Background: an optimization exercise with open tools, aiming at small area and a short achievable clock period. Do not read the settings as production practice.
Where RTL was checked, it was by simulation tests only, not by an equivalence proof against the original.
No activity file was given, so power comes from the tool's default toggle rates.

## the previous run
==> flow/design.v (excerpt) <==
module tile_fma (
    input  wire        clk,
    input  wire        rst,
    input  wire        in_valid,
    input  wire [31:0] in_a,
    input  wire [31:0] in_b,
    input  wire [31:0] in_c,
    output reg         out_valid,
    output reg  [31:0] out_r
);
Size in the first run: about 4400 cells after synthesis, roughly 410 flip-flops, roughly 39000 um^2 of cells after synthesis.
Settings: LEC_CHECK=0, CAP_MARGIN=20, CORE_MARGIN=2, CORE_UTILIZATION=40, SLEW_MARGIN=20; clock period 21.0 ns.
run.sh (not shown) runs the stock make flow with config.mk's settings and CLKGATE_MAP_FILE= SYNTH_SCRIPT=/design/flow/synth_recipe.tcl, a recipe that flattens the netlist after the stock synthesis.
Input-level comparison between the current run and the previous run:
--- a/flow/design.v
+++ b/flow/design.v
@@ -38,39 +38,40 @@
     wire c_nan  = c_max && (s0_c[22:0] != 23'd0);
     wire sp      = sa ^ sb;
     wire p_zero  = a_zero || b_zero;
     wire p_inf   = a_inf || b_inf;
     wire eff_sub = sp ^ sc;
     wire is_nan  = a_nan || b_nan || c_nan || (a_inf && b_zero) ||
                    (b_inf && a_zero) || (p_inf && c_inf && eff_sub);
     wire is_inf  = p_inf || c_inf;
     wire is_zero = p_zero && c_zero;
     wire sp_sign = p_inf ? sp : c_inf ? sc : (sp & sc);
     wire [23:0] ma = {1'b1, s0_a[22:0]};
-    wire [23:0] mb = p_zero ? 24'd0 : {1'b1, s0_b[22:0]};
+    wire [23:0] mb = {1'b1, s0_b[22:0]};
     wire [23:0] mc = c_zero ? 24'd0 : {1'b1, s0_c[22:0]};
-    wire signed [10:0] sh_raw = $signed({3'd0, ea}) + $signed({3'd0, eb})
-                              - $signed({3'd0, ec}) - 11'sd98;
-    wire        c_scale = !c_zero && (p_zero || sh_raw[10]);
-    wire [6:0]  sh      = c_scale ? 7'd0 :
-                          (sh_raw > 11'sd77) ? 7'd77 : sh_raw[6:0];
+    wire signed [10:0] d = $signed({3'd0, ea}) + $signed({3'd0, eb})
+                         - $signed({3'd0, ec}) - 11'sd98;
+    wire        c_scale = !c_zero && (p_zero || d[10]);
+    wire        d_big   = !d[10] && (d[9:7] != 3'd0);
     wire signed [10:0] e_top = c_scale ? $signed({3'd0, ec})
                                        : ($signed({3'd0, ea}) + $signed({3'd0, eb}) - 11'sd98);
-    wire [75:0] c_al = {mc, 52'd0} >> sh;
-    reg c_st;
+    wire [75:0] c_sh = {mc, 52'd0} >> d[6:0];
+    wire [75:0] c_al = c_scale ? {mc, 52'd0} : (d_big ? 76'd0 : c_sh);
+    reg c_lo;
     integer k;
     always @(*) begin
-        c_st = 1'b0;
+        c_lo = 1'b0;
         for (k = 0; k < 24; k = k + 1)
-            if (sh >= 7'd53 + k[6:0]) c_st = c_st | mc[k];
+            if (d[6:0] >= 7'd53 + k[6:0]) c_lo = c_lo | mc[k];
     end
+    wire c_st = !c_scale && (d_big ? (mc != 24'd0) : c_lo);
     wire [47:0] px, py;
     wire m_pp0_0 = ma[0] & mb[0];
     wire m_pp0_1 = ma[0] & mb[1];
     wire m_pp0_2 = ma[0] & mb[2];
     wire m_pp0_3 = ma[0] & mb[3];
     wire m_pp0_4 = ma[0] & mb[4];
     wire m_pp0_5 = ma[0] & mb[5];
     wire m_pp0_6 = ma[0] & mb[6];
     wire m_pp0_7 = ma[0] & mb[7];
     wire m_pp0_8 = ma[0] & mb[8];
     wire m_pp0_9 = ma[0] & mb[9];
Results
Summary of the comparison: part of the cycle the worst path needs is lower in the current run, relative to the previous run. As far as clock latency at the later pin of the worst-skew pair is concerned, the previous run and the current run perform about the same. The current run: static power due to leakage 1.8% below the previous run. Total power of the final layout: the current run lower than the previous run. Measured against each other, the previous run and the current run differ in total wire length after detailed routing, the lower figure coming from the current run. On highest clock rate: the current run sits above the previous run. Power dissipated in combinational cells, the previous run and the current run, lower one = the current run. The current run against the previous run; detailed-route wire length per cell is down by a few percent. Diff the previous run and the current run: delay contributed by the slowest stage of the critical path higher in the previous run. Going from the previous run to the current run, the sequential share of layout area was found to have gone up by 0.18 points.
No functional check of the RTL was part of the previous run.

-- port drivers added, routing unchanged --
No port has a modelled driver above. Below, the same layouts with a new extraction and two added sets of constraints. Step 1 (the two cells are an assumption about what drives the block):
set clk [get_ports {clk}]
set_driving_cell -lib_cell sky130_fd_sc_hd__clkbuf_16 $clk
set_driving_cell -lib_cell sky130_fd_sc_hd__buf_2 [delete_from_list [all_inputs] $clk]
Step 2 moves the port delays by t, midway between the first and last clock arrival at a register: inputs arrive t later, outputs are due t later. That takes back most of the time a late clock gives input paths. Slacks: ideal ports / drivers / drivers and shift; pairs: ideal ports / drivers.
run | shift t [ns] | slack for setup (ns) | worst hold slack (ns) | latest minus earliest clock arrival (ns) | worst register clock-pin slew, ns
the previous run | 0.695 | 13.267 / 13.267 / 13.267 | 0.325 / 0.325 / 0.325 | 0.057 / 0.057 | 0.08 / 0.08
the current run | 0.706 | 15.006 / 15.006 / 15.006 | 0.305 / 0.305 / 0.305 | 0.050 / 0.050 | 0.07 / 0.07
After both steps setup and hold are still met in every run listed.
